Source: an optimization exercise on an open RTL-to-GDS flow (aim: a short achievable clock period and few clock cycles). Production flows keep margins and buffers that such runs may drop. Where RTL was checked, it was by simulation tests only, not by an equivalence proof against the original. No functional check of the RTL was part of runs 1 and 6. Power is estimated from default activity; no workload was simulated.

==> design/flow/design.v <==
module chk_crc_ctx (
    input  wire        clk,
    input  wire        rst,
    input  wire        in_valid,
    output wire        in_ready,
    input  wire [1:0]  in_op,
    input  wire [63:0] in_data,
    input  wire [3:0]  in_nbytes,
    input  wire        in_last,
    input  wire [5:0]  cfg_width_m1,
    input  wire        cfg_refin,
    input  wire        cfg_refout,
    input  wire        cfg_compare_en,
    input  wire [63:0] cfg_poly,
    input  wire [63:0] cfg_init,
    input  wire [63:0] cfg_xorout,
    input  wire [63:0] cfg_expect,
    output reg         res_valid,
    output reg  [63:0] res_value,
    output reg         res_mismatch,
    output reg         res_param_err,
    output reg  [31:0] res_bytes,
    output reg  [15:0] res_mismatches
);
    localparam OP_DATA  = 2'd0;
    localparam OP_INIT  = 2'd1;
    localparam OP_CLOSE = 2'd2;
    assign in_ready = 1'b1;
    reg        rst0;
    reg        v0;
    reg [1:0]  op0;
    reg [63:0] data0;
    reg [3:0]  nb0;
    reg        last0;
    reg [5:0]  wm10;
    reg        refin0, refout0, cmp0;
    reg [63:0] poly0, init0, xo0, ex0;
    always @(posedge clk) begin
        rst0   <= rst;
        v0     <= in_valid;
        op0    <= in_op;
        data0  <= in_data;
        nb0    <= in_nbytes;
        last0  <= in_last;
        wm10   <= cfg_width_m1;
        refin0 <= cfg_refin;
        refout0 <= cfg_refout;
        cmp0   <= cfg_compare_en;
        poly0  <= cfg_poly;
        init0  <= cfg_init;
        xo0    <= cfg_xorout;
        ex0    <= cfg_expect;
    end
    wire t0       = v0 && !rst0;
    wire t0_data  = t0 && (op0 == OP_DATA);
    wire t0_init  = t0 && (op0 == OP_INIT);
    wire t0_close = t0 && ((op0 == OP_CLOSE) || (op0 == OP_DATA && last0));
    reg trk_refin;
    always @(posedge clk) begin
        if (rst0)
            trk_refin <= 1'b0;
        else if (t0_init)
            trk_refin <= refin0;
    end
    wire [6:0]  c_width = {1'b0, wm10} + 7'd1;
    wire [63:0] c_over  = (c_width == 7'd64) ? 64'd0 : (~64'd0 << c_width);
    wire        c_bad   = (wm10 < 6'd7) || (|(poly0 & c_over)) ||
                          (|(init0 & c_over)) || (|(xo0 & c_over));
    wire [5:0]  c_shift = 6'd63 - wm10;
    wire [63:0] c_poly_al = poly0 << c_shift;
    wire [63:0] c_init_al = init0 << c_shift;
    reg [63:0] c_dbot;
    reg [8:0]  c_sel;
    reg [7:0]  c_byte;
    integer    b, bb;
    always @* begin
        c_dbot = 64'd0;
        for (b = 0; b < 8; b = b + 1) begin
            for (bb = 0; bb < 8; bb = bb + 1)
                c_byte[bb] = trk_refin ? data0[8*b + 7 - bb] : data0[8*b + bb];
            if (b < nb0)
                c_dbot = c_dbot | ({56'd0, c_byte} << (8 * (nb0 - 1 - b)));
        end
        c_sel = 9'd0;
        for (b = 0; b < 9; b = b + 1)
            c_sel[b] = (nb0 == b);
    end
    function [64:0] gpoly(input [63:0] p);
        integer n;
        begin
            gpoly[0] = 1'b1;
            for (n = 1; n <= 64; n = n + 1)
                gpoly[n] = p[64 - n];
        end
    endfunction
    reg [64:0] c_g;
    reg [15:0] c_a, c_an;
    integer    kk, jj, ii;
    always @* begin
        c_g = gpoly(c_poly_al);
        c_a = 16'd1;
        for (kk = 1; kk < 16; kk = kk * 2) begin
            c_an = 16'd0;
            for (jj = 0; jj < 2 * kk; jj = jj + 1)
                for (ii = 0; ii < kk; ii = ii + 1)
                    if (2 * ii <= jj)
                        c_an[jj] = c_an[jj] ^ (c_a[ii] & c_g[jj - 2 * ii]);
            c_a = c_an;
        end
    end
    reg        p1_v, p1_data, p1_init, p1_close, p1_refout, p1_cmp, p1_bad;
    reg [3:0]  p1_nb;
    reg [8:0]  p1_sel;
    reg [5:0]  p1_wm1;
    reg [63:0] p1_w64a, p1_poly, p1_xo, p1_ex;
    reg [15:0] p1_a;
    always @(posedge clk) begin
        if (rst0) p1_v <= 1'b0;
        else      p1_v <= t0;
        p1_data   <= t0_data;
        p1_init   <= t0_init;
        p1_close  <= t0_close;
        p1_refout <= refout0;
        p1_cmp    <= cmp0;
        p1_bad    <= c_bad;
        p1_nb     <= nb0;
        p1_sel    <= c_sel;
        p1_wm1    <= wm10;
        p1_w64a   <= (op0 == OP_INIT) ? c_init_al : c_dbot;
        p1_poly   <= c_poly_al;
        p1_xo     <= xo0;
        p1_ex     <= ex0;
        p1_a      <= c_a;
    end
    reg [64:0] d_g;
    reg [32:0] d_a;
    reg [64:0] d_an;
    always @* begin
        d_g = gpoly(p1_poly);
        d_a = 33'd0;
        for (jj = 0; jj < 32; jj = jj + 1)
            for (ii = 0; ii < 16; ii = ii + 1)
                if (2 * ii <= jj)
                    d_a[jj] = d_a[jj] ^ (p1_a[ii] & d_g[jj - 2 * ii]);
        for (ii = 0; ii <= 16; ii = ii + 1)
            d_a[32] = d_a[32] ^ (d_a[ii] & d_g[32 - 2 * ii]);
        d_an = 65'd0;
        for (jj = 0; jj <= 64; jj = jj + 1)
            for (ii = 0; ii <= 32; ii = ii + 1)
                if (2 * ii <= jj)
                    d_an[jj] = d_an[jj] ^ (d_a[ii] & d_g[jj - 2 * ii]);
    end
    reg [63:0] d_mu;
    always @* begin
        for (jj = 0; jj < 64; jj = jj + 1)
            d_mu[jj] = d_an[64 - jj];
    end
    reg        p2_v, p2_data, p2_init, p2_close, p2_refout, p2_cmp, p2_bad;
    reg [3:0]  p2_nb;
    reg [8:0]  p2_sel;
    reg [5:0]  p2_wm1;
    reg [63:0] p2_w64a, p2_poly, p2_xo, p2_ex, p2_mu;
    always @(posedge clk) begin
        if (rst0) p2_v <= 1'b0;
        else      p2_v <= p1_v;
        p2_data   <= p1_data;
        p2_init   <= p1_init;
        p2_close  <= p1_close;
        p2_refout <= p1_refout;
        p2_cmp    <= p1_cmp;
        p2_bad    <= p1_bad;
        p2_nb     <= p1_nb;
        p2_sel    <= p1_sel;
        p2_wm1    <= p1_wm1;
        p2_w64a   <= p1_w64a;
        p2_poly   <= p1_poly;
        p2_xo     <= p1_xo;
        p2_ex     <= p1_ex;
        p2_mu     <= d_mu;
    end
    wire        c_v      = p2_v;
    wire        q_data   = p2_data;
    wire        q_init   = p2_init;
    wire        q_close  = p2_close;
    wire        q_refout = p2_refout;
    wire        q_cmp    = p2_cmp;
    wire        q_bad    = p2_bad;
    wire [3:0]  q_nb     = p2_nb;
    wire [8:0]  q_sel    = p2_sel;
    wire [5:0]  q_wm1    = p2_wm1;
    wire [63:0] q_w64a   = p2_w64a;
    wire [63:0] q_poly   = p2_poly;
    wire [63:0] q_xo     = p2_xo;
    wire [63:0] q_ex     = p2_ex;
    wire [63:0] q_mu     = p2_mu;
    reg [5:0]  width_m1;
    reg        refout;
    reg        compare_en;
    reg [63:0] poly_al;
    reg [63:0] mu;
    reg [63:0] xorout;
    reg [63:0] expect_v;
    reg        param_err;
    reg [63:0] run_al;
    reg [30:0] bytes_cnt;
    reg        bytes_sat;
    reg [63:0] h, lo, q, hm, run_n, pm;
    integer    i, j;
    always @* begin
        h  = 64'd0;
        lo = 64'd0;
        for (i = 0; i <= 8; i = i + 1) begin
            if (q_sel[i]) begin
                h  = h  | ((i == 0) ? 64'd0 : (run_al >> (64 - 8*i)));
                lo = lo | ((i == 8) ? 64'd0 : (run_al << (8*i)));
            end
        end
        h = h ^ q_w64a;
        hm = 64'd0;
        for (j = 0; j < 64; j = j + 1)
            for (i = 0; i < 64; i = i + 1)
                if (i + j >= 64)
                    hm[i + j - 64] = hm[i + j - 64] ^ (h[i] & mu[j]);
        q = h ^ hm;
        pm = 64'd0;
        for (j = 0; j < 64; j = j + 1)
            for (i = 0; i < 64; i = i + 1)
                if (i + j < 64)
                    pm[i + j] = pm[i + j] ^ (q[i] & poly_al[j]);
        run_n = lo ^ pm;
    end
    wire [31:0] bytes_sum = {1'b0, bytes_cnt} + {28'd0, q_nb};
    reg  [30:0] bytes_n;
    reg         bytes_sat_n;
    always @* begin
        bytes_n     = bytes_cnt;
        bytes_sat_n = bytes_sat;
        if (!bytes_sat) begin
            if (bytes_sum >= 32'h7fff_ffff) begin
                bytes_n     = 31'h7fff_ffff;
                bytes_sat_n = 1'b1;
            end else begin
                bytes_n = bytes_sum[30:0];
            end
        end
    end
    wire c_init = c_v && q_init;
    wire c_data = c_v && q_data;
    wire c_cls  = c_v && q_close;
    wire [63:0] run_after   = (c_data && !param_err) ? run_n : run_al;
    wire [30:0] bytes_after = c_data ? bytes_n : bytes_cnt;
    wire        bsat_after  = c_data ? bytes_sat_n : bytes_sat;
    reg        x1_v;
    reg [63:0] x1_run;
    reg [5:0]  x1_wm1;
    reg        x1_refout, x1_cmp, x1_perr;
    reg [63:0] x1_xo, x1_ex;
    reg [31:0] x1_bytes;
    always @(posedge clk) begin
        if (rst0) begin
            width_m1   <= 6'd0;
            refout     <= 1'b0;
            compare_en <= 1'b0;
            poly_al    <= 64'd0;
            mu         <= 64'd0;
            xorout     <= 64'd0;
            expect_v   <= 64'd0;
            param_err  <= 1'b1;
            run_al     <= 64'd0;
            bytes_cnt  <= 31'd0;
            bytes_sat  <= 1'b0;
            x1_v       <= 1'b0;
        end else begin
            x1_v <= c_cls;
            if (c_init) begin
                width_m1   <= q_wm1;
                refout     <= q_refout;
                compare_en <= q_cmp;
                poly_al    <= q_poly;
                mu         <= q_mu;
                xorout     <= q_xo;
                expect_v   <= q_ex;
                param_err  <= q_bad;
                run_al     <= q_w64a;
                bytes_cnt  <= 31'd0;
                bytes_sat  <= 1'b0;
            end else begin
                run_al    <= run_after;
                bytes_cnt <= bytes_after;
                bytes_sat <= bsat_after;
            end
        end
        x1_run    <= run_after;
        x1_wm1    <= width_m1;
        x1_refout <= refout;
        x1_cmp    <= compare_en;
        x1_perr   <= param_err;
        x1_xo     <= xorout;
        x1_ex     <= expect_v;
        x1_bytes  <= {bsat_after, bytes_after};
    end
    reg [63:0] x1_rev;
    integer    k;
    always @* begin
        for (k = 0; k < 64; k = k + 1)
            x1_rev[k] = x1_run[63 - k];
    end
    wire [63:0] x1_value = x1_perr ? 64'd0 :
                           ((x1_refout ? x1_rev : (x1_run >> (6'd63 - x1_wm1))) ^ x1_xo);
    wire [63:0] x1_mask  = ~64'd0 >> (6'd63 - x1_wm1);
    reg  [14:0] mism_cnt;
    wire        x1_mm  = x1_cmp && !x1_perr && (((x1_value ^ x1_ex) & x1_mask) != 64'd0);
    wire        x1_inc = x1_mm && (mism_cnt != 15'h7fff);
    wire [14:0] mism_n = x1_inc ? mism_cnt + 15'd1 : mism_cnt;
    always @(posedge clk) begin
        if (rst0)
            mism_cnt <= 15'd0;
        else if (x1_v)
            mism_cnt <= mism_n;
        res_valid      <= x1_v && !rst0 && !rst;
        res_value      <= x1_value;
        res_mismatch   <= x1_mm;
        res_param_err  <= x1_perr;
        res_bytes      <= x1_bytes;
        res_mismatches <= {mism_n == 15'h7fff, mism_n};
    end
endmodule
==> design/flow/run.sh <==
#!/bin/bash
# synth_recipe.tcl (not shown) runs the flow's synth.tcl, then flattens the netlist and writes it again
# the make line also repeats each setting of config.mk as NAME=value (left out here)
make -C /OpenROAD-flow-scripts/flow DESIGN_CONFIG=/design/flow/config.mk WORK_HOME=/design/flow/orfs CLKGATE_MAP_FILE= SYNTH_SCRIPT=/design/flow/synth_recipe.tcl finish
==> design/flow/config.mk <==
export PLATFORM = sky130hd
export DESIGN_NAME = chk_crc_ctx
export DESIGN_NICKNAME = chk_crc_ctx
export VERILOG_FILES = /design/flow/design.v
export SDC_FILE = /design/flow/constraint.sdc
export NUM_CORES = 4
export LEC_CHECK = 0
export CAP_MARGIN = 20
export CORE_MARGIN = 2
export CORE_UTILIZATION = 30
export SETUP_SLACK_MARGIN = 0.5
export SLEW_MARGIN = 20
==> design/flow/constraint.sdc <==
create_clock -name core_clock -period 44.0 [get_ports {clk}]
set_input_delay 8.8000 -clock core_clock [delete_from_list [all_inputs] [get_ports {clk}]]
set_output_delay 8.8000 -clock core_clock [all_outputs]
set_load 0.01 [all_outputs]
==> notes.md, run 1 <==
status = timing/DRC/antenna clean
CTS Hold Bufs = 0
vias in the first global route = 127,000
Avg Cell Area, Syn = 7.68 um^2
sequential cell area = 34,200 um^2
1st-iter DRT viols = 22,400
post-placement cell count = 23,900
crit path launch type = flop
grt ovf = 0
fraction of registers with async set/reset = 0
DRT antenna net count = 0
hold path depth = 0
pin count of the biggest net entering global routing = 159
Setup CP Type = flop to output pin
Crit. End Element = output pin
Worst Skew = 0.116 ns
Pwr Density = 52.3 nW/um^2
R2R Path Start = p2_sel[8]
htree depth = 4
min-delay src = p1_w64a[16]
Initial Util = 0.302
relative slew slack = 0.0268
detailed-route vias per instance = 5.61
fillers = 49,100
area of the multi-input gates = 100,000 um^2
GRT Resource Usage Total = 0.267
Leak = 50.7 nW
Die Wd = 690 um
Unique masters post-synth = 98
syn_nets = 18,800
clk buf depth = 4
final setup vio count = 0
Seq/Total Area, Yosys = 0.241
Clock transition at path regs = 0.07 ns
Nets = 18,300
Post-route DRC = 0
Area Overhead vs Synth = 10.7%
Final Hold Viols = 0
sum of negative setup slack = 0 ns
share of the synthesized area in the top cell type = 0.241
DR vias = 136,000
I/O Pins = 455
Core Area = 468,000 um^2
WP buf/inv = 1
Cells after Synth = 18,400
layout cells sized above 1 = 0.0688
Slew Viols, Final = 0
Pre-antenna DRT Iters = 12
ys flop type = dfxtp_1
clk sinks = 1,702
synth top area cells = dfxtp_1 (24%), xnor2_1 (24%), nand2_1 (15%)
r2r setup slk = 35.41 ns
Worst R2R End = run_al[37]
routability congestion estimate from global placement = 1.03
YS warnings = 1
Hold WC Path Type = flop to flop
max-cap check violation count = 0
DRT Wirelength = 671,000 um
PortBufs = 453
Slew @ Worst Pin = 1.45 ns
Required @ worst endpoint = 35.20 ns
Worst Hold Endpoint = p2_w64a[16]
Worst EP arrival = 1.76 ns
post-CTS setup repair buffer count = 0
post-layout min period = 10.56 ns
clock latency on the worst-skew pair = 0.90 ns
slowest stage cell on the critical path = clkdlybuf4s50_1
ordered list of cells on the worst path = clkdlybuf4s50_1
CP delay by family, top = buffers and inverters
Post-synth EDFFs = 0
fin crit share = 0.240
DP HPWL = 446,000 um
top-count cell post-synth = nand2_1
R2R cell count = 20
Die ar. = 476,000 um^2
post-CTS resize count = 0
synthesized area = 141,000 um^2
initial antenna violation count = 33
row count = 251
fmax = 0.0947 GHz
root buf cell = clkbuf_16
Yosys reg bits = 1,702
Synth area leader = dfxtp_1
CTS tree = yes
maximum vdd drop = 135 uV
Critical Path Max Stage Delay = 0.57 ns
commonest cells in the netlist = nand2_1 (5,785), xnor2_1 (3,859), dfxtp_1 (1,702), xor2_1 (1,062), clkbuf_1 (888)
worst-path maximum fanout = 1
chip height = 690 um
TritonCTS Buffers = 162
RSZ-0062 raised after global routing = false
Final Non-Filler Cells = 24,200
first-pass GRT wire length = 944,000 um
WL/cell = 27.7 um
[power by group]
group	switching [mW]	internal, mW	total (mW)
clock network	0.652	0.848	1.50
registers	0.116	1.70	1.82
logic	2.84	2.03	4.87
total	3.61	4.58	8.18
[cells in the final DEF, fill, tap and decap left out, types with 113 or more instances in the layout]
cell / Yosys / routed
a21oi_1: 545 / 545
a222oi_1: 113 / 113
a22oi_1: 214 / 214
buf_4: 63 / 454
clkbuf_16: 0 / 163
clkdlybuf4s50_1: 0 / 453
dfxtp_1: 1702 / 1614
mux2i_1: 227 / 227
mux4_2: 165 / 165
nand2_1: 5785 / 5784
nand3_1: 388 / 388
nor2_1: 488 / 487
nor2b_1: 116 / 115
o21ai_0: 543 / 543
xnor2_1: 3859 / 3818
xnor3_1: 294 / 274
xor2_1: 1062 / 1055
[cell families (layout without fill, tap and decap cells)]
group           Yosys count  count (layout)  share of synthesized area
flops                  1702            1702                      0.241
buf+inv                1694            1276                     0.0523
xor+xnor               5241            5241                      0.356
compound gates         2025            2025                     0.0907
simple gates           7187            7187                      0.204
other cells               1              18                  0.0000266
fa+ha+maj                65              65                    0.00578
mux                     481             481                     0.0495
[per-layer routing]
metal / up-vias / track usage / part of all wire
met5: - / 0 / 0.00017
met2: 10700 / 0.390 / 0.41
met1: 64300 / 0.337 / 0.37
met3: 2808 / 0.0902 / 0.14
li1: 57900 / - / -
met4: 16 / 0.163 / 0.075
[registers in the layout (all words and copies together), names as in the netlist, 62 cells and up]
register	count
xo0	64
p1_ex	64
p2_mu	62
p1_xo	64
p1_w64a	64
p2_poly	64
p2_xo	64
poly0	64
xorout	64
run_al	64
p2_w64a	64
expect_v	64
mu	63
x1_run	64
res_value	64
p2_ex	64
x1_ex	64
init0	64
p1_poly	63
ex0	64
poly_al	63
data0	64
x1_xo	64
[worst max-delay path by stage]
stage / cells past startpoint / start / to / slack, ns
final: 1 / res_value[20] / res_value[20] / 33.44
after global routing: 1 / res_value[20] / res_value[20] / 33.42
after CTS: 1 / res_value[20] / res_value[20] / 33.39
after detailed placement: 1 / res_value[20] / res_value[20] / 34.33
after global placement: 1 / res_value[17] / res_value[17] / 34.34
after floorplan: 0 / res_bytes[0] / res_bytes[0] / 34.87
[final cells by class]
class / instances / share of cell area
Sequential cell: 1702 / 0.219
Tap cell: 6198 / 0.0496
Multi-Input combinational cell: 15000 / 0.643
Clock buffer: 199 / 0.0279
Timing Repair Buffer: 908 / 0.0509
Inverter: 80 / 0.00194
Antenna cell: 17 / 0.000272
Clock inverter: 89 / 0.00797
[stage by stage]
stage | hold WS (ns) | worst slack (ns) | utilization | total power, mW | instance area, um^2
2_1_floorplan | 0.310 | 34.87 | - | 5.34 | 141000
3_3_place_gp | 0.310 | 34.34 | 0.322 | 6.54 | 151000
3_5_place_dp | 0.312 | 34.33 | 0.322 | 6.60 | 151000
4_1_cts | 0.272 | 33.39 | 0.334 | 8.09 | 156000
5_1_grt | 0.275 | 33.42 | 0.334 | 8.51 | 156000
6_report | 0.280 | 33.44 | 0.334 | 8.18 | 156000
==> run 2: changes to the inputs <==
--- a/design/flow/design.v
+++ b/design/flow/design.v
@@ -69,6 +69,7 @@
     wire [5:0]  c_shift = 6'd63 - wm10;
     wire [63:0] c_poly_al = poly0 << c_shift;
     wire [63:0] c_init_al = init0 << c_shift;
+    wire [3:0] c_k = nb0[3] ? 4'd8 : nb0;
     reg [63:0] c_dbot;
     reg [8:0]  c_sel;
     reg [7:0]  c_byte;
@@ -78,12 +79,12 @@
         for (b = 0; b < 8; b = b + 1) begin
             for (bb = 0; bb < 8; bb = bb + 1)
                 c_byte[bb] = trk_refin ? data0[8*b + 7 - bb] : data0[8*b + bb];
-            if (b < nb0)
-                c_dbot = c_dbot | ({56'd0, c_byte} << (8 * (nb0 - 1 - b)));
+            if (b < c_k)
+                c_dbot = c_dbot | ({56'd0, c_byte} << (8 * (c_k - 1 - b)));
         end
         c_sel = 9'd0;
         for (b = 0; b < 9; b = b + 1)
-            c_sel[b] = (nb0 == b);
+            c_sel[b] = (c_k == b);
     end
     function [64:0] gpoly(input [63:0] p);
         integer n;
==> run 2 against run 1 <==
Flip-flop and latch count unchanged. Fmax about the same. Critical path type unchanged. Global-route usage increased by 0.17 points. Routed wire length increased by 0.69%. Count of clock-buffer cells in the layout increased by 8. Via count increased by 0.13%. Critical endpoint is now res_value[60].
==> notes.md, run 2 <==
Avg Cell Area, Syn = 7.79 um^2
Synth area leader = dfxtp_1
1st-iter DRT viols = 22,600
vias in the first global route = 127,000
DP HPWL = 437,000 um
post-layout min period = 10.56 ns
fmax = 0.0947 GHz
Leak = 52.5 nW
htree depth = 4
Area Overhead vs Synth = 10.7%
YS warnings = 1
row count = 252
clock latency on the worst-skew pair = 0.93 ns
Critical Path Max Stage Delay = 0.54 ns
R2R Path Start = p2_sel[8]
Worst Skew = 0.121 ns
Unique masters post-synth = 91
post-CTS resize count = 0
mux contribution to synthesized area = 0.0526
syn_nets = 18,600
Synth Area in Simple Gates = 0.201
WP buf/inv = 1
initial antenna violation count = 31
largest family of logic cells by synthesized area = XOR/XNOR gates
WL/cell = 28.2 um
worst-path maximum fanout = 1
commonest cells in the netlist = nand2_1 (5,643), xnor2_1 (3,530), dfxtp_1 (1,702), xor2_1 (1,028), clkbuf_1 (977)
GRT Resource Usage Total = 0.268
commonest non-fill, non-tap cells in the layout = nand2_1 (5,642), xnor2_1 (3,495), dfxtp_1 (1,603)
Nets = 18,000
Worst EP arrival = 1.76 ns
final setup vio count = 0
TritonCTS Buffers = 165
post-placement cell count = 23,700
DR vias = 136,000
routability congestion estimate from global placement = 1.02
Seq/Total Area, Yosys = 0.241
ordered list of cells on the worst path = clkdlybuf4s50_1
Required @ worst endpoint = 35.20 ns
max-cap check violation count = 0
sum of negative setup slack = 0 ns
Cells after Synth = 18,200
CTS tree = yes
post-CTS setup repair buffer count = 0
Post-Synth Adder-Cell Area = 0.00518
CP delay by family, top = buffers and inverters
Die ar. = 477,000 um^2
fin crit share = 0.240
Yosys reg bits = 1,702
RSZ-0062 raised after global routing = false
Slew @ Worst Pin = 1.28 ns
layout cells sized above 1 = 0.0705
Compound-Gate Fraction of Synth Area = 0.0914
PortBufs = 453
Clock transition at path regs = 0.08 ns
Synth Area in XOR/XNOR = 0.358
Worst setup startpoint = res_value[60]
maximum vdd drop = 105 uV
detailed-route vias per instance = 5.66
synth top area cells = dfxtp_1 (24%), xnor2_1 (22%), nand2_1 (15%)
commonest non-fill, non-tap cell in the layout = nand2_1
Crit. End Element = output pin
clk sinks = 1,702
pin count of the biggest net entering global routing = 162
Pre-antenna DRT Iters = 11
Final Hold Viols = 0
Final Non-Filler Cells = 24,000
Pwr Density = 53.1 nW/um^2
CTS Hold Bufs = 0
min-delay src = p1_ex[28]
Hold WC Path Type = flop to flop
Core Area = 470,000 um^2
slowest stage cell on the critical path = clkdlybuf4s50_1
chip height = 691 um
status = timing/DRC/antenna clean
Post-route DRC = 0
Post-synth EDFFs = 0
Die Wd = 691 um
ys flop type = dfxtp_1
clk buf depth = 4
Initial Util = 0.301
first-pass GRT wire length = 951,000 um
DRT antenna net count = 0
grt ovf = 0
top-count cell post-synth = nand2_1
share of the synthesized area in the top cell type = 0.241
I/O Pins = 455
DRT Wirelength = 676,000 um
fraction of registers with async set/reset = 0
crit path launch type = flop
synthesized area = 142,000 um^2
Setup CP Type = flop to output pin
fillers = 49,200
relative slew slack = 0.144
root buf cell = clkbuf_16
Slew Viols, Final = 0
## run 2: cell count changes after synthesis, sizes merged, moves of 35 or more
| cell | delta |
|---|---|
| xnor2 | -333 |
| xnor3 | +156 |
| nand2 | -145 |
| clkbuf | +90 |
| buf | -69 |
| o21ai | +54 |
| a222oi | -43 |
| mux2 | +40 |
| o22ai | +39 |
| xor2 | -35 |
## run 2: kinds of logic (layout without fill, tap and decap cells)
| logic type | after synthesis | in the layout |
|---|---|---|
| adder cells (fa/ha/maj) | 58 | 58 |
| buffers and inverters | 1699 | 1258 |
| multiplexers | 532 | 532 |
| AND/OR/NAND/NOR | 7088 | 7088 |
| flip-flops | 1702 | 1702 |
| AO/OA/AOI/OAI | 2070 | 2070 |
| other | 1 | 29 |
| XOR/XNOR | 5034 | 5034 |
## run 2: through the flow
stage	setup slack, ns	hold WS, ns	power, mW	util	cell area (um^2)
global route	33.40	0.292	8.64	0.333	157000
detailed placement	34.34	0.312	6.75	0.321	151000
global placement	34.34	0.310	6.70	0.321	151000
finish	33.44	0.273	8.32	0.333	157000
floorplan	34.87	0.310	5.38	-	142000
CTS	33.40	0.261	8.23	0.333	157000
## run 2: final timing paths
path / endpoint / slack, ns / depth (start not counted)
setup / recovery: res_value[60] / 33.44 / 1
hold / removal: p2_ex[28] / 0.27 / 0
setup reg to reg: run_al[62] / 35.73 / 19
hold reg to reg: p2_ex[28] / 0.27 / 0
## run 2: area by class of cell
class,instances,area [um^2],share of cell area
multi-input combinational,14800,101000,0.644
clock inverter,83,1040,0.00661
timing repair buffer,904,7960,0.0507
inverter,64,243,0.00155
clock buffer,207,4510,0.0287
sequential,1702,34200,0.218
antenna,28,70.1,0.000447
tap,6223,7790,0.0497
## run 2: where the power goes
part	internal [mW]	total [mW]	leakage (nW)	switching (mW)
clock network	0.829	1.48	2.67	0.648
logic	2.05	5.03	35.7	2.98
registers	1.70	1.82	14.1	0.113
total	4.58	8.32	52.5	3.74
## run 2: routing by layer
metal	up-vias	global-route usage	wire (um)	part of all wire
met4	16	0.169	51900	0.077
met3	2982	0.0840	96600	0.14
li1	57400	-	-	-
met2	11400	0.391	275000	0.41
met5	-	0.00140	220	0.00033
met1	64000	0.343	252000	0.37
Testbench counts of run 2, summed over its fixed seeds: cycles 8,270.
==> run 3: changes to the inputs <==
==> design/flow/flow/run.sh (new file) <==
#!/bin/bash
# The standard layout, with the port buffers made of sky130_fd_sc_hd__buf_4
# cells instead of the resizer's default pick. Tool output goes to
# standard.log here and to ORFS's own logs under orfs/logs.
set -euo pipefail
bash standard.sh "BUFFER_PORTS_ARGS=-buffer_cell sky130_fd_sc_hd__buf_4" finish > standard.log 2>&1
==> design/flow/standard.sh (new file) <==
#!/bin/bash
# synth_recipe.tcl (not shown) runs the flow's synth.tcl, then flattens the netlist and writes it again
# the make line also repeats each setting of config.mk as NAME=value (left out here)
make -C /OpenROAD-flow-scripts/flow DESIGN_CONFIG=/design/flow/config.mk WORK_HOME=/design/flow/orfs CLKGATE_MAP_FILE= SYNTH_SCRIPT=/design/flow/synth_recipe.tcl "${@:-finish}"
--- a/design/flow/config.mk
+++ b/design/flow/config.mk
@@ -8,5 +8,6 @@
 export CAP_MARGIN = 20
 export CORE_MARGIN = 2
 export CORE_UTILIZATION = 30
+export PLACE_DENSITY = 0.38
 export SETUP_SLACK_MARGIN = 0.5
 export SLEW_MARGIN = 20
removed: design/flow/run.sh
==> run 3 against run 2 <==
Highest routed layer unchanged. Combinational power increased by 7.2%. Power up 6.2%. Sequential power barely moved. First-iteration DRC count is 25% lower. Hold slack got worse by 0.010 ns. Clock skew is 0.017 ns lower. Cell count grew 0.35%. Core utilization about the same. Die area is the same. Global-route usage is 4.3 points higher. Routed wire length increased by 15%. Synthesized cell count unchanged. Still clean.
==> notes.md, run 3 <==
fmax = 0.0984 GHz
initial antenna violation count = 52
vias in the first global route = 124,000
WP buf/inv = 1
layout cells sized above 1 = 0.102
synthesized area = 142,000 um^2
grt ovf = 0
top-count cell post-synth = nand2_1
Final Hold Viols = 0
1st-iter DRT viols = 16,900
post-CTS resize count = 0
Hold WC Path Type = flop to flop
Unique masters post-synth = 91
sum of negative setup slack = 0 ns
sequential cell area = 34,200 um^2
ys flop type = dfxtp_1
min-delay src = p1_xo[63]
Post-route DRC = 0
Worst R2R End = run_al[53]
share of the synthesized area in the top cell type = 0.241
Slew @ Worst Pin = 1.19 ns
Worst Hold Endpoint = p2_xo[63]
TritonCTS Buffers = 186
commonest cells in the netlist = nand2_1 (5,643), xnor2_1 (3,530), dfxtp_1 (1,702), xor2_1 (1,028), clkbuf_1 (977)
Seq/Total Area, Yosys = 0.241
clk buf depth = 4
Die ar. = 477,000 um^2
DRT Wirelength = 777,000 um
commonest non-fill, non-tap cell in the layout = nand2_1
met3 usage = 0.0539
Worst EP arrival = 1.36 ns
Cells after Synth = 18,200
chip height = 691 um
hold path depth = 0
syn_nets = 18,600
CTS tree = yes
routability congestion estimate from global placement = 0.956
root buf cell = clkbuf_16
PortBufs = 453
clk sinks = 1,702
worst-path maximum fanout = 1
I/O Pins = 455
ordered list of cells on the worst path = buf_4
final setup vio count = 0
post-layout min period = 10.16 ns
area of the multi-input gates = 101,000 um^2
first-pass GRT wire length = 1,060,000 um
slowest stage cell on the critical path = dfxtp_1
Pre-antenna DRT Iters = 10
Worst Skew = 0.103 ns
Required @ worst endpoint = 35.20 ns
R2R Path Start = p2_sel[8]
final core occ = 0.334
Clock transition at path regs = 0.07 ns
pin count of the biggest net entering global routing = 149
detailed-route vias per instance = 5.43
met1 Use GR = 0.431
max-cap check violation count = 0
YS warnings = 1
Synth area leader = dfxtp_1
Slew Viols, Final = 0
CTS Hold Bufs = 0
htree depth = 4
Nets = 18,100
status = timing/DRC/antenna clean
Crit. End Element = output pin
Initial Util = 0.301
Total Power = 8.84 mW
Yosys reg bits = 1,702
Die Wd = 691 um
clock latency on the worst-skew pair = 0.91 ns
met2 usage = 0.473
CP delay by family, top = flip-flops
Setup CP Type = flop to output pin
R2R cell count = 21
Avg Cell Area, Syn = 7.79 um^2
Core Area = 470,000 um^2
fraction of registers with async set/reset = 0
stages on the worst setup path = 1
DR vias = 131,000
DRT antenna net count = 0
Leak = 53.8 nW
row count = 252
fillers = 49,800
DP HPWL = 516,000 um
Post-synth EDFFs = 0
Area Overhead vs Synth = 10.9%
GRT Resource Usage Total = 0.311
Pwr Density = 56.3 nW/um^2
crit path launch type = flop
Critical Path Max Stage Delay = 0.31 ns
maximum vdd drop = 122 uV
RSZ-0062 raised after global routing = false
relative slew slack = 0.199
global route hottest layer = met2
r2r setup slk = 35.67 ns
post-CTS setup repair buffer count = 0
WL/cell = 32.3 um
commonest non-fill, non-tap cells in the layout = nand2_1 (5,642), xnor2_1 (3,488), dfxtp_1 (1,595)
synth top area cells = dfxtp_1 (24%), xnor2_1 (22%), nand2_1 (15%)
fin crit share = 0.231
-- run 3: cell types whose count changed in the layout (fill, tap and decap cells not counted), moves of 7 or more --
cell	previous run	this run
clkbuf_8	22	40
clkbuf_16	165	190
dfxtp_1	1603	1595
xnor2_2	32	41
clkdlybuf4s50_1	453	0
xnor2_1	3495	3488
dfxtp_4	7	16
buf_4	448	951
clkinv_2	19	26
-- run 3: logic make-up after synthesis --
group / synth area share
compound gates: 0.0914
flops: 0.241
buf+inv: 0.0511
mux: 0.0526
other cells: 0.0000265
simple gates: 0.201
fa+ha+maj: 0.00518
xor+xnor: 0.358
-- run 3: report_power, final --
group	internal, mW	switching (mW)	leakage [nW]	total, mW
Combinational	2.05	3.33	36.6	5.39
Sequential	1.70	0.118	14.1	1.82
Clock	0.949	0.680	3.08	1.63
Total	4.71	4.13	53.8	8.84
-- run 3: through the flow --
stage,area (um^2),instances,worst slack (ns),hold WS [ns]
after global routing,157000,24100,33.77,0.266
after floorplan,142000,18200,34.87,0.310
after CTS,157000,24100,33.75,0.245
after detailed placement,151000,23700,34.77,0.312
final,157000,24100,33.84,0.263
after global placement,151000,23700,34.78,0.310
-- run 3: metal layers --
| layer | vias to the layer above | part of all wire |
|---|---|---|
| met1 | 64400 | 0.43 |
| met2 | 7152 | 0.43 |
| li1 | 57600 | - |
| met4 | 10 | 0.051 |
| met3 | 1592 | 0.087 |
| met5 | - | 0.000071 |
-- run 3: how the worst max path moves through the flow --
stage                    endpoint  slack (ns)           from
floorplan            res_bytes[0]       34.87   res_bytes[0]
global placement    res_value[11]       34.78  res_value[11]
detailed placement  res_value[62]       34.77  res_value[62]
CTS                 res_value[62]       33.75  res_value[62]
global route        res_value[13]       33.77  res_value[13]
finish              res_value[62]       33.84  res_value[62]
-- run 3: area by class of cell --
class                      count  share of cell area
clock buffer                 250              0.0343
antenna                       22            0.000351
clock inverter                76             0.00596
timing repair buffer         957              0.0462
inverter                      64             0.00155
multi-input combinational  14800               0.644
tap                         6223              0.0496
sequential                  1702               0.218
==> run 4: changes to the inputs <==
--- a/design/flow/config.mk
+++ b/design/flow/config.mk
@@ -8,6 +8,8 @@
 export CAP_MARGIN = 20
 export CORE_MARGIN = 2
 export CORE_UTILIZATION = 30
+export CTS_CLUSTER_DIAMETER = 150
+export CTS_CLUSTER_SIZE = 20
 export PLACE_DENSITY = 0.38
 export SETUP_SLACK_MARGIN = 0.5
 export SLEW_MARGIN = 20
==> run 4 against run 3 <==
Still clean. First-iteration DRC count is 1.9% higher. Sequential share of layout area grew 0.48 points. Combinational power is essentially flat. Cell count decreased by 0.86%. Clock power down 39%. Clock skew is 0.0082 ns higher. Cell area shrank 2.2%. Largest cell class unchanged. Largest power group unchanged. Highest routed layer unchanged.
==> notes.md, run 4 <==
Worst EP arrival = 1.29 ns
CTS Hold Bufs = 0
crit path launch type = flop
Initial Util = 0.301
WL/cell = 32.4 um
htree depth = 3
max-cap check violation count = 0
Unique masters post-synth = 91
commonest non-fill, non-tap cell in the layout = nand2_1
fin crit share = 0.229
WP buf/inv = 1
1st-iter DRT viols = 17,200
Synth area leader = dfxtp_1
sum of negative setup slack = 0 ns
ordered list of cells on the worst path = buf_4
CTS tree = yes
Required @ worst endpoint = 35.20 ns
Area Overhead vs Synth = 8.46%
final core occ = 0.326
status = timing/DRC/antenna clean
Clock transition at path regs = 0.11 ns
YS warnings = 1
share of the synthesized area in the top cell type = 0.241
final setup vio count = 0
post-placement cell count = 23,700
Slew Viols, Final = 0
TritonCTS Buffers = 100
placed cell areas = 151,000 um^2
first-pass GRT wire length = 1,060,000 um
chip height = 691 um
Design Area, Final = 154,000 um^2
Post-route DRC = 0
commonest non-fill, non-tap cells in the layout = nand2_1 (5,642), xnor2_1 (3,488), dfxtp_1 (1,595)
Post-synth EDFFs = 0
Pwr Density = 53.4 nW/um^2
detailed-route vias per instance = 5.43
layout cells sized above 1 = 0.0928
Setup CP Type = flop to output pin
worst-path maximum fanout = 1
CP delay by family, top = flip-flops
DRT antenna net count = 0
GRT Resource Usage Total = 0.310
syn_nets = 18,600
clk sinks = 1,702
Crit. End Element = output pin
RSZ-0062 raised after global routing = false
row count = 252
grt ovf = 0
fmax = 0.0991 GHz
Die Wd = 691 um
ys flop type = dfxtp_1
vias in the first global route = 124,000
post-CTS resize count = 0
post-CTS setup repair buffer count = 0
Seq/Total Area, Yosys = 0.241
root buf cell = clkbuf_16
clk buf depth = 3
Pre-antenna DRT Iters = 9
slowest stage cell on the critical path = dfxtp_1
Leak = 52.1 nW
routability congestion estimate from global placement = 0.956
top-count cell post-synth = nand2_1
synth top area cells = dfxtp_1 (24%), xnor2_1 (22%), nand2_1 (15%)
Critical Path Max Stage Delay = 0.31 ns
Worst Skew = 0.112 ns
Die ar. = 477,000 um^2
DR vias = 130,000
PortBufs = 453
synthesized area = 142,000 um^2
relative slew slack = 0.158
Cells after Synth = 18,200
commonest cells in the netlist = nand2_1 (5,643), xnor2_1 (3,530), dfxtp_1 (1,702), xor2_1 (1,028), clkbuf_1 (977)
Final Non-Filler Cells = 23,900
DP HPWL = 516,000 um
Avg Cell Area, Syn = 7.79 um^2
clock latency on the worst-skew pair = 0.82 ns
Hold WC Path Type = flop to flop
Slew @ Worst Pin = 1.25 ns
fraction of registers with async set/reset = 0
post-layout min period = 10.09 ns
Final Hold Viols = 0
DRT Wirelength = 774,000 um
pin count of the biggest net entering global routing = 149
maximum vdd drop = 122 uV
Hold Slack = 0.263 ns
Core Area = 470,000 um^2
I/O Pins = 455
Nets = 18,000
Yosys reg bits = 1,702
initial antenna violation count = 50
## run 4: cell counts after synthesis
No cell type changed its count.
## run 4: path summary, 6_finish.rpt
path / start / end / slack, ns / depth (start not counted)
setup reg to reg: p2_sel[8] / run_al[53] / 35.76 / 21
hold / removal: p1_sel[6] / p2_sel[6] / 0.26 / 0
hold reg to reg: p1_sel[6] / p2_sel[6] / 0.26 / 0
setup / recovery: res_value[13] / res_value[13] / 33.91 / 1
## run 4: per-layer routing
| metal | wire length (um) | vias up | global-route usage | share of wire |
|---|---|---|---|---|
| li1 | - | 57200 | - | - |
| met1 | 338000 | 63700 | 0.432 | 0.44 |
| met2 | 331000 | 7174 | 0.472 | 0.43 |
| met3 | 66200 | 1515 | 0.0501 | 0.086 |
| met4 | 38800 | 8 | 0.134 | 0.050 |
| met5 | 46 | - | 0 | 0.000059 |
## run 4: per-stage QoR
| step | setup slack [ns] | total power, mW |
|---|---|---|
| after global routing | 33.84 | 8.56 |
| after detailed placement | 34.77 | 7.19 |
| after global placement | 34.78 | 7.18 |
| after CTS | 33.83 | 8.20 |
| final | 33.91 | 8.20 |
| after floorplan | 34.87 | 5.38 |
## run 4: final cells by class
type	instances	area [um^2]
inverter	64	243
sequential	1702	34200
timing repair buffer	957	7260
fill	50000	317000
clock buffer	112	2560
multi-input combinational	14800	101000
antenna	11	27.5
clock inverter	18	375
tap	6223	7790
## run 4: cell families (layout without fill, tap and decap cells)
group                    after synthesis  in the layout  synth area share
flip-flops                          1702           1702             0.241
adder cells (fa/ha/maj)               58             58           0.00518
XOR/XNOR                            5034           5034             0.358
AO/OA/AOI/OAI                       2070           2070            0.0914
AND/OR/NAND/NOR                     7088           7088             0.201
multiplexers                         532            532            0.0526
buffers and inverters               1699           1151            0.0511
other                                  1             12         0.0000265
## run 4: power by group
group / leakage, nW / internal, mW / switching [mW]
Combinational: 36.6 / 2.05 / 3.32
Sequential: 14.1 / 1.70 / 0.118
Clock: 1.41 / 0.430 / 0.570
Total: 52.1 / 4.19 / 4.01
==> run 5: changes to the inputs <==
--- a/design/flow/config.mk
+++ b/design/flow/config.mk
@@ -7,9 +7,9 @@
 export LEC_CHECK = 0
 export CAP_MARGIN = 20
 export CORE_MARGIN = 2
-export CORE_UTILIZATION = 30
+export CORE_UTILIZATION = 45
 export CTS_CLUSTER_DIAMETER = 150
 export CTS_CLUSTER_SIZE = 20
-export PLACE_DENSITY = 0.38
+export PLACE_DENSITY = 0.5
 export SETUP_SLACK_MARGIN = 0.5
 export SLEW_MARGIN = 20
==> run 5 against run 4 <==
Still clean. Flip-flop and latch count is the same. Clock power down 4%. Fmax up 0.28%. Combinational power shrank 5.4%. Synthesized cell count unchanged. Die area shrank 33%. First-iteration DRC count up 20%. Cell area down 2.1%. Cell count fell by 9.0%. Critical path type unchanged.
==> notes.md, run 5 <==
RSZ-0062 raised after global routing = false
TritonCTS Buffers = 97
Post-route DRC = 0
ordered list of cells on the worst path = buf_4
Final Hold Viols = 0
chip height = 565 um
routability congestion estimate from global placement = 1.04
Post-synth EDFFs = 0
WL/cell = 32.0 um
Clock transition at path regs = 0.09 ns
DR vias = 132,000
Seq/Total Area, Yosys = 0.241
initial antenna violation count = 55
root buf cell = clkbuf_16
CTS Hold Bufs = 0
largest family of logic cells by synthesized area = XOR/XNOR gates
Logic pwr share = 0.648
pin count of the biggest net entering global routing = 160
grt ovf = 0
Switch Pwr = 3.70 mW
Setup CP Type = flop to output pin
vias in the first global route = 122,000
clk sinks = 1,702
Int Power = 4.17 mW
mux contribution to synthesized area = 0.0526
CP delay by family, top = flip-flops
htree depth = 3
Avg Cell Area, Syn = 7.79 um^2
DRT antenna net count = 0
Slew Viols, Final = 0
crit path launch type = flop
WP buf/inv = 1
post-CTS setup repair buffer count = 0
Initial Util = 0.453
Die ar. = 319,000 um^2
Die Wd = 565 um
fmax = 0.0994 GHz
Synth Area in XOR/XNOR = 0.358
synth top area cells = dfxtp_1 (24%), xnor2_1 (22%), nand2_1 (15%)
R2R cell count = 21
synthesized area = 142,000 um^2
clock latency on the worst-skew pair = 0.82 ns
Crit. End Element = output pin
Synth Area in Simple Gates = 0.201
PortBufs = 453
Compound-Gate Fraction of Synth Area = 0.0914
detailed-route vias per instance = 6.08
status = timing/DRC/antenna clean
Unique masters post-synth = 91
1st-iter DRT viols = 20,600
Leak = 51.7 nW
commonest non-fill, non-tap cells in the layout = nand2_1 (5,642), xnor2_1 (3,493), dfxtp_1 (1,603)
maximum vdd drop = 117 uV
Reg power frac = 0.230
Yosys reg bits = 1,702
Hold WC Path Type = flop to flop
final setup vio count = 0
Area Overhead vs Synth = 6.18%
layout cells sized above 1 = 0.0886
Post-Synth Adder-Cell Area = 0.00518
Net Sw Frac = 0.470
Required @ worst endpoint = 35.20 ns
post-placement cell count = 21,600
final setup margin = 33.94 ns
fin crit share = 0.229
max-cap check violation count = 0
GRT Resource Usage Total = 0.419
sum of negative setup slack = 0 ns
ys flop type = dfxtp_1
DRT Wirelength = 694,000 um
CTS tree = yes
relative slew slack = 0.171
DP HPWL = 456,000 um
stages on the worst setup path = 1
Slew @ Worst Pin = 1.23 ns
first-pass GRT wire length = 964,000 um
Pre-antenna DRT Iters = 11
YS warnings = 1
post-layout min period = 10.06 ns
slowest stage cell on the critical path = dfxtp_1
post-CTS resize count = 0
top-count cell post-synth = nand2_1
Nets = 18,000
fillers = 31,100
clk buf depth = 3
Synth area leader = dfxtp_1
commonest non-fill, non-tap cell in the layout = nand2_1
I/O Pins = 455
worst-path maximum fanout = 1
Worst Skew = 0.0908 ns
syn_nets = 18,600
Clock power frac = 0.122
Cells after Synth = 18,200
row count = 205
Worst EP arrival = 1.26 ns
Pwr Density = 52.3 nW/um^2
DP Worst Slack = 34.78 ns
Final Non-Filler Cells = 21,700
Core Area = 312,000 um^2
Critical Path Max Stage Delay = 0.31 ns
share of the synthesized area in the top cell type = 0.241
hold path depth = 0
commonest cells in the netlist = nand2_1 (5,643), xnor2_1 (3,530), dfxtp_1 (1,702), xor2_1 (1,028), clkbuf_1 (977)
fraction of registers with async set/reset = 0
-- run 5: cell counts after synthesis --
No cell type changed its count.
-- run 5: final timing paths --
kind              endpoint  slack (ns)          start
min reg2reg      p2_sel[3]        0.29      p1_sel[3]
max          res_value[54]       33.94  res_value[54]
min              p2_sel[3]        0.29      p1_sel[3]
max reg2reg     run_al[50]       35.44      p2_sel[8]
-- run 5: cell families after synthesis --
kind of cell | count (synthesis)
AOI/OAI and AO/OA | 2070
muxes | 532
xor gates and xnor gates | 5034
other | 1
DFF | 1702
adders and majority gates | 58
buffers and inverters | 1699
and+or+nand+nor | 7088
-- run 5: per-stage QoR --
step	instance area (um^2)	util	hold WS (ns)	total power, mW
finish	150000	0.481	0.285	7.86
global placement	148000	0.472	0.310	6.82
global route	150000	0.481	0.292	8.19
CTS	150000	0.481	0.297	7.79
detailed placement	148000	0.472	0.312	6.84
floorplan	142000	-	0.310	5.38
-- run 5: power by group through the flow --
stage / clock network [mW] / registers, mW / logic [mW]
final: 0.959 / 1.81 / 5.09
after detailed placement: 0 / 1.84 / 5.00
after global placement: 0 / 1.84 / 4.98
after floorplan: 0 / 1.76 / 3.62
after CTS: 0.980 / 1.81 / 5.01
after global routing: 1.03 / 1.81 / 5.35
-- run 5: per-layer routing --
metal | track usage | share of wire | vias to the layer above
met3 | 0.113 | 0.12 | 2335
met2 | 0.605 | 0.41 | 9391
met1 | 0.559 | 0.40 | 63100
met5 | 0 | 0.00038 | -
met4 | 0.240 | 0.069 | 40
li1 | - | - | 57100
-- run 5: area by class of cell --
cell class	count	area [um^2]	share of cell area
multi-input combinational	14800	101000	0.672
sequential	1702	34200	0.228
timing repair buffer	908	6870	0.0457
tap	4140	5180	0.0345
clock buffer	106	2480	0.0165
clock inverter	12	298	0.00198
inverter	64	243	0.00161
antenna	14	35.0	0.000233
==> run 6: changes to the inputs <==
--- a/design/flow/design.v
+++ b/design/flow/design.v
@@ -69,7 +69,6 @@
     wire [5:0]  c_shift = 6'd63 - wm10;
     wire [63:0] c_poly_al = poly0 << c_shift;
     wire [63:0] c_init_al = init0 << c_shift;
-    wire [3:0] c_k = nb0[3] ? 4'd8 : nb0;
     reg [63:0] c_dbot;
     reg [8:0]  c_sel;
     reg [7:0]  c_byte;
@@ -79,12 +78,12 @@
         for (b = 0; b < 8; b = b + 1) begin
             for (bb = 0; bb < 8; bb = bb + 1)
                 c_byte[bb] = trk_refin ? data0[8*b + 7 - bb] : data0[8*b + bb];
-            if (b < c_k)
-                c_dbot = c_dbot | ({56'd0, c_byte} << (8 * (c_k - 1 - b)));
+            if (b < nb0)
+                c_dbot = c_dbot | ({56'd0, c_byte} << (8 * (nb0 - 1 - b)));
         end
         c_sel = 9'd0;
         for (b = 0; b < 9; b = b + 1)
-            c_sel[b] = (c_k == b);
+            c_sel[b] = (nb0 == b);
     end
     function [64:0] gpoly(input [63:0] p);
         integer n;
--- a/design/flow/config.mk
+++ b/design/flow/config.mk
@@ -7,9 +7,7 @@
 export LEC_CHECK = 0
 export CAP_MARGIN = 20
 export CORE_MARGIN = 2
-export CORE_UTILIZATION = 45
-export CTS_CLUSTER_DIAMETER = 150
-export CTS_CLUSTER_SIZE = 20
-export PLACE_DENSITY = 0.5
+export CORE_UTILIZATION = 30
+export PLACE_DENSITY = 0.38
 export SETUP_SLACK_MARGIN = 0.5
 export SLEW_MARGIN = 20
==> run 6 against run 5 <==
First-iteration DRC count is 18% lower. Sequential share of layout area is 0.83 points lower. Die area increased by 49%. Clock power grew 63%. Synthesized cell count up 1.2%. Global-route usage decreased by 11 points. Core utilization shrank 15 points. Largest cell class unchanged. Sequential power about the same. Setup slack worse by 0.075 ns. Clock skew grew 0.017 ns. Routed wire length rose by 11%. Power rose by 8.5%.
==> notes.md, run 6 <==
DP HPWL = 517,000 um
Cells after Synth = 18,400
Unique masters post-synth = 98
WL met1 = 332,000 um
Worst Skew = 0.108 ns
Avg Cell Area, Syn = 7.68 um^2
area of the multi-input gates = 100,000 um^2
CTS tree = yes
top-count cell post-synth = nand2_1
Post-synth EDFFs = 0
Pwr Density = 54.6 nW/um^2
final setup vio count = 0
Slew @ Worst Pin = 1.42 ns
Top Layer Used = met5
fmax = 0.0987 GHz
slowest stage cell on the critical path = dfxtp_1
relative slew slack = 0.0496
TritonCTS Buffers = 178
Pre-antenna DRT Iters = 14
clock latency on the worst-skew pair = 0.90 ns
YS warnings = 1
htree depth = 4
crit path launch type = flop
grt ovf = 0
Crit. End Element = output pin
sequential cell area = 34,200 um^2
Required @ worst endpoint = 35.20 ns
I/O Pins = 455
synth top area cells = dfxtp_1 (24%), xnor2_1 (24%), nand2_1 (15%)
synthesized area = 141,000 um^2
DR vias = 131,000
fillers = 49,700
commonest cells in the netlist = nand2_1 (5,785), xnor2_1 (3,859), dfxtp_1 (1,702), xor2_1 (1,062), clkbuf_1 (888)
post-CTS setup repair buffer count = 0
vias in the first global route = 125,000
WL/cell = 31.7 um
Hold WC Path Type = flop to flop
chip height = 690 um
Initial Util = 0.302
Worst EP arrival = 1.33 ns
fraction of registers with async set/reset = 0
sum of negative setup slack = 0 ns
post-CTS resize count = 0
RSZ-0062 raised after global routing = false
Die ar. = 476,000 um^2
first-pass GRT wire length = 1,060,000 um
met3 routed WL = 66,900 um
post-layout min period = 10.13 ns
Leak = 51.8 nW
Final Hold Viols = 0
commonest non-fill, non-tap cell in the layout = nand2_1
Setup CP Type = flop to output pin
root buf cell = clkbuf_16
WP buf/inv = 1
PortBufs = 453
worst-path maximum fanout = 1
fin crit share = 0.230
DRT Wirelength = 770,000 um
initial antenna violation count = 39
clk sinks = 1,702
Die Wd = 690 um
Synth area leader = dfxtp_1
Area Overhead vs Synth = 10.6%
layout cells sized above 1 = 0.0993
row count = 251
syn_nets = 18,800
commonest non-fill, non-tap cells in the layout = nand2_1 (5,784), xnor2_1 (3,820), dfxtp_1 (1,597)
CP delay by family, top = flip-flops
Nets = 18,300
Slew Viols, Final = 0
ys flop type = dfxtp_1
GRT Resource Usage Total = 0.309
clk buf depth = 4
CTS Hold Bufs = 0
detailed-route vias per instance = 5.37
share of the synthesized area in the top cell type = 0.241
Post-route DRC = 0
status = timing/DRC/antenna clean
Yosys reg bits = 1,702
max-cap check violation count = 0
Core Area = 468,000 um^2
ordered list of cells on the worst path = buf_4
pin count of the biggest net entering global routing = 157
Clock transition at path regs = 0.06 ns
DRT antenna net count = 0
1st-iter DRT viols = 16,900
routability congestion estimate from global placement = 0.970
Total Power = 8.53 mW
maximum vdd drop = 120 uV
met2 routed WL = 333,000 um
Hold Slack = 0.268 ns
Critical Path Max Stage Delay = 0.30 ns
Seq/Total Area, Yosys = 0.241
[run 6: metrics by stage]
step | utilization | instances | worst slack (ns) | cell area (um^2)
after floorplan | - | 18400 | 34.87 | 141000
final | 0.334 | 24300 | 33.87 | 156000
after detailed placement | 0.321 | 24000 | 34.77 | 150000
after global routing | 0.334 | 24300 | 33.81 | 156000
after CTS | 0.334 | 24300 | 33.79 | 156000
after global placement | 0.321 | 24000 | 34.78 | 150000
[run 6: worst paths after layout]
check	slack, ns	cells after the start	from	endpoint
worst max register to register	35.31	21	p2_sel[7]	run_al[51]
worst max-delay path	33.87	1	res_value[14]	res_value[14]
worst min-delay path	0.27	0	p1_xo[38]	p2_xo[38]
worst min register to register	0.27	0	p1_xo[38]	p2_xo[38]
[run 6: logic make-up (layout without fill, tap and decap cells)]
family | count (synthesis) | count (layout) | share of synthesized area
simple gates | 7187 | 7187 | 0.204
xor+xnor | 5241 | 5241 | 0.356
compound gates | 2025 | 2025 | 0.0907
flops | 1702 | 1702 | 0.241
buf+inv | 1694 | 1367 | 0.0523
mux | 481 | 481 | 0.0495
fa+ha+maj | 65 | 65 | 0.00578
other cells | 1 | 27 | 0.0000266
[run 6: cell type report]
type,count,share of cell area
multi-input cells,15000,0.643
flip-flops and latches,1702,0.219
well taps,6198,0.0497
repair buffers,978,0.0476
clock buffers,242,0.0316
clock inverters,67,0.00600
inverters,80,0.00194
diodes,26,0.000417
[run 6: power breakdown]
part / internal, mW / leakage, nW / switching (mW)
registers: 1.70 / 14.1 / 0.118
clock network: 0.901 / 2.88 / 0.659
logic: 2.04 / 34.9 / 3.11
total: 4.64 / 51.8 / 3.89
[run 6: per-layer routing]
layer	vias up	global-route usage
met5	-	0
met4	20	0.132
met3	1453	0.0593
met2	6883	0.478
met1	64100	0.419
li1	58100	-

-- afterwards: timing with drivers on the ports --
The flow's constraints put no driver on any port. The routed layouts listed below were extracted and timed again, unchanged, in two steps. Step 1 assumes that a clkbuf_16 drives the clock port and a buf_2 every other input. Step 2, shift: input delay + t, output delay - t, t = (earliest + latest rising clock arrival at the registers) / 2. This alone moves slack from input paths to output paths. Three values: ideal, step 1, step 2; two values: the first two.
| run | t, ns | setup WS [ns] | worst setup path after step 2 | worst slew at a driven data input, ns | pins driven straight from the clock port |
|---|---|---|---|---|---|
| run 1 | 0.960 | 33.440 / 33.319 / 34.279 | register to output | 0.06 | 1 |
| run 2 | 0.961 | 33.443 / 33.338 / 34.299 | register to output | 0.06 | 1 |
| run 3 | 0.972 | 33.842 / 33.726 / 34.698 | register to output | 0.07 | 1 |
| run 4 | 0.882 | 33.914 / 33.803 / 34.686 | register to output | 0.07 | 1 |
| run 5 | 0.876 | 33.942 / 33.840 / 34.716 | register to output | 0.07 | 1 |
| run 6 | 0.948 | 33.867 / 33.759 / 34.707 | register to output | 0.06 | 1 |
After both steps every run listed still meets setup and hold.
